From an optimization exercise on the open Yosys and OpenROAD flow, aimed at small area, a short achievable clock period and few clock cycles; shortcuts taken in it are not production practice. Where RTL was checked, it was by simulation tests only, not by an equivalence proof against the original.

==> flow/design.v (excerpt) <==
module comb_divsqrt (
    input  wire        clk,
    input  wire        rst,        
    input  wire        start,      
    input  wire        op,         
    input  wire        sat,
    input  wire [55:0] a,          
    input  wire [55:0] b,          
    output wire        ready,
    output reg         done,
    output wire [55:0] result,
    output reg         flag_n,
    output reg         flag_z,
    output reg         flag_v,
    output reg         trap
);
Settings: LEC_CHECK=0, ABC_AREA=1, CAP_MARGIN=20, CORE_MARGIN=2, CORE_UTILIZATION=40, SETUP_SLACK_MARGIN=5, SLEW_MARGIN=20; clock period 9.0 ns.
run.sh (not shown) runs the stock make flow with config.mk's settings and CLKGATE_MAP_FILE= SYNTH_SCRIPT=/design/flow/synth_recipe.tcl, a recipe that flattens the netlist after the stock synthesis.
The first run passed the timing, DRC and antenna checks.
Testbench counts at the start, summed over its fixed seeds: cycles 37,870.
Change:
--- a/flow/design.v
+++ b/flow/design.v
@@ -25,13 +25,13 @@
     reg  [5:0]  lza, lzb;                
     reg         a_p2;                    
     reg         s_b, s_t, s_0;           
     reg  [58:0] R;       
     reg  [57:0] B;       
     reg  [55:0] Q;       
-    reg         f2, f_g, f_tie, f_even, f_negd, f_pos, f_ovs, f_trap, f_vsq;
+    reg         f2, f_up, f_negd, f_pos, f_ovs, f_trap, f_vsq;
     assign ready  = (state == S_IDLE) || (state == S_FIN);
     assign result = Q;
     wire take = start && ready;
     function [12:0] isqrt6(input [5:0] t);
         case (t)
             6'd0: isqrt6 = {3'd0, 4'd0, 3'd0, 3'd0};
@@ -140,13 +140,13 @@
     wire        cin  = sub ^ c_x;
     wire [59:0] dfx  = {R, 1'b1} + {Y, cin};
     wire [58:0] D    = dfx[59:1];
     wire        q    = !D[58];
     wire [58:0] R_it = r_sqrt ? {D[56:0], B[51:50]} : {D[57:0], 1'b0};
     wire        tie   = (D == 59'd0);
-    wire        f_up  = f_g && !(f_tie && f_even);
+    wire        up    = !r_zero && q && (r_sqrt || !tie || (Qg[0] ^ negd));
     wire [55:0] Qf    = first ? {{53{f_negd}}, q0} : Q;
     wire        ovf   = f_pos && Qf[55];                    
     wire [55:0] X     = Qf ^ {56{f_ovs}};
     wire [55:0] X1    = X + 56'd1;
     wire        inc   = f_up ^ f_negd;
     wire [55:0] res   = inc ? X1 : X;
@@ -158,15 +158,13 @@
         lzb    <= lz_b;
         a_p2   <= a_p2_in && !op;
         c_x    <= take ? a[55] : (!r_sqrt && r_bneg);
         s_b    <= !take && !r_sqrt;
         s_t    <= !take && (state != S_PREP) && r_sqrt;
         s_0    <= (state == S_PREP) && r_sqrt;
-        f_g    <= !r_zero && q;
-        f_tie  <= tie;
-        f_even <= !r_sqrt && !(Qg[0] ^ negd);
+        f_up   <= up;
         f_negd <= negd;
         f_pos  <= !r_sqrt && !r_neg;
         f_ovs  <= !r_sqrt && !r_neg && r_sat && Qg[55];
         f_trap <= r_trap;
         f_vsq  <= r_sqrt && r_neg;
         trap   <= f_trap;
The new run passed the timing, DRC and antenna checks.
Non-clock buffer count came out higher by 7.
Die area came out higher by 0.51%.
Routed wire length came out higher by 2.7%.
Maximum frequency came out lower by 4.6%.
Clock skew came out lower by 0.013 ns.
Setup slack got worse by 0.19 ns.
Global-route usage came out higher by 1.7 points.
Area after synthesis came out higher by 0.52%.
Synthesized cell count came out higher by 0.53%.
Via count came out lower by 0.30%.
Worst hold slack stays flat.
Cell count came out higher by 0.45%.
The RTL of the second run of this note was laid out without a check of its function.

--- another note on this design; it stands on its own ---

// comb_divsqrt
module comb_divsqrt (
    input  wire        clk,
    input  wire        rst,        
    input  wire        start,      
    input  wire        op,         
    input  wire        sat,
    input  wire [55:0] a,          
    input  wire [55:0] b,          
    output wire        ready,
    output reg         done,
    output wire [55:0] result,
    output reg         flag_n,
    output reg         flag_z,
    output reg         flag_v,
    output reg         trap
);
Size: about 4500 cells after synthesis, ~220 flip-flops, roughly 180 I/O pins, roughly 28000 µm² of cells after synthesis.
==> flow/config.mk <==
export PLATFORM = sky130hd
export DESIGN_NAME = comb_divsqrt
export DESIGN_NICKNAME = comb_divsqrt
export VERILOG_FILES = /design/flow/design.v
export SDC_FILE = /design/flow/constraint.sdc
export NUM_CORES = 4
export LEC_CHECK = 0
export ABC_AREA = 1
export CAP_MARGIN = 20
export CORE_MARGIN = 2
export CORE_UTILIZATION = 40
export PLACE_DENSITY = 0.7
export SETUP_SLACK_MARGIN = 5
export SLEW_MARGIN = 20
==> flow/constraint.sdc <==
create_clock -name core_clock -period 9.0 [get_ports {clk}]
set_input_delay 1.8000 -clock core_clock [delete_from_list [all_inputs] [get_ports {clk}]]
set_output_delay 1.8000 -clock core_clock [all_outputs]
set_load 0.01 [all_outputs]
standard.sh (not shown) runs the stock make flow with config.mk's settings and CLKGATE_MAP_FILE= SYNTH_SCRIPT=/design/flow/synth_recipe.tcl, a recipe that flattens the netlist after the stock synthesis.
==> flow/flow/run.sh <==
#!/bin/bash
# The standard layout (the standard.sh, unchanged synthesis and steps),
# with one difference: the port buffers that global placement inserts are
# plain sky130_fd_sc_hd__buf_1 cells instead of the flow's default pick
# (clkdlybuf4s50_1, a slower delay cell of larger area). Every input and
# output port still gets its buffer. The make output goes to standard.log;
# each ORFS step's full log stays under orfs/logs/.
set -euo pipefail
bash standard.sh "BUFFER_PORTS_ARGS=-buffer_cell sky130_fd_sc_hd__buf_1" finish > standard.log 2>&1
Testbench counts at the start, summed over its fixed seeds: cycles 37,870.
Change:
PLACE_DENSITY = not set   (was 0.7)
Via count drops by 2.2%.
Count of clock-buffer cells in the layout drops by 3.
Design area hardly moves.
Setup slack improves by 0.017 ns.
Routed wire length drops by 0.84%.
Synthesized area is unchanged.
Cell count is unchanged.

[what the ideal ports hide]
Ports are ideal in the flow. The routed layouts listed here were re-timed in OpenROAD.
Step 1: set_driving_cell puts a clkbuf_16 on clk and a buf_2 on each other input, an assumption about the parent block.
Step 2 adds t to the input delays and takes it off the output delays; t is the mean of the earliest and latest rising clock arrival at the registers after step 1. Input paths then give back, and output paths get back, about the clock's delay inside the block.
Slacks: ideal / step 1 / step 2; pairs: ideal / step 1.
run | t, ns | setup slack, ns | worst setup path at the end | clock arrival spread, ns | worst slew at a driven data input, ns
the first run of note 1 | 0.669 | 5.088 / 5.037 / 4.462 | input to register | 0.050 / 0.050 | 0.07
the second run of note 1 | 0.688 | 4.899 / 4.899 / 4.408 | input to register | 0.037 / 0.037 | 0.09
the first run of note 2 | 0.684 | 5.028 / 5.028 / 4.485 | input to register | 0.023 / 0.023 | 0.07
the second run of note 2 | 0.686 | 5.045 / 5.045 / 4.455 | input to register | 0.042 / 0.042 | 0.08
After both steps every run listed still meets setup and hold. The setup slack of the first run of note 1, which loses most, moves by -0.051 ns with the drivers and by -0.626 ns with both steps.
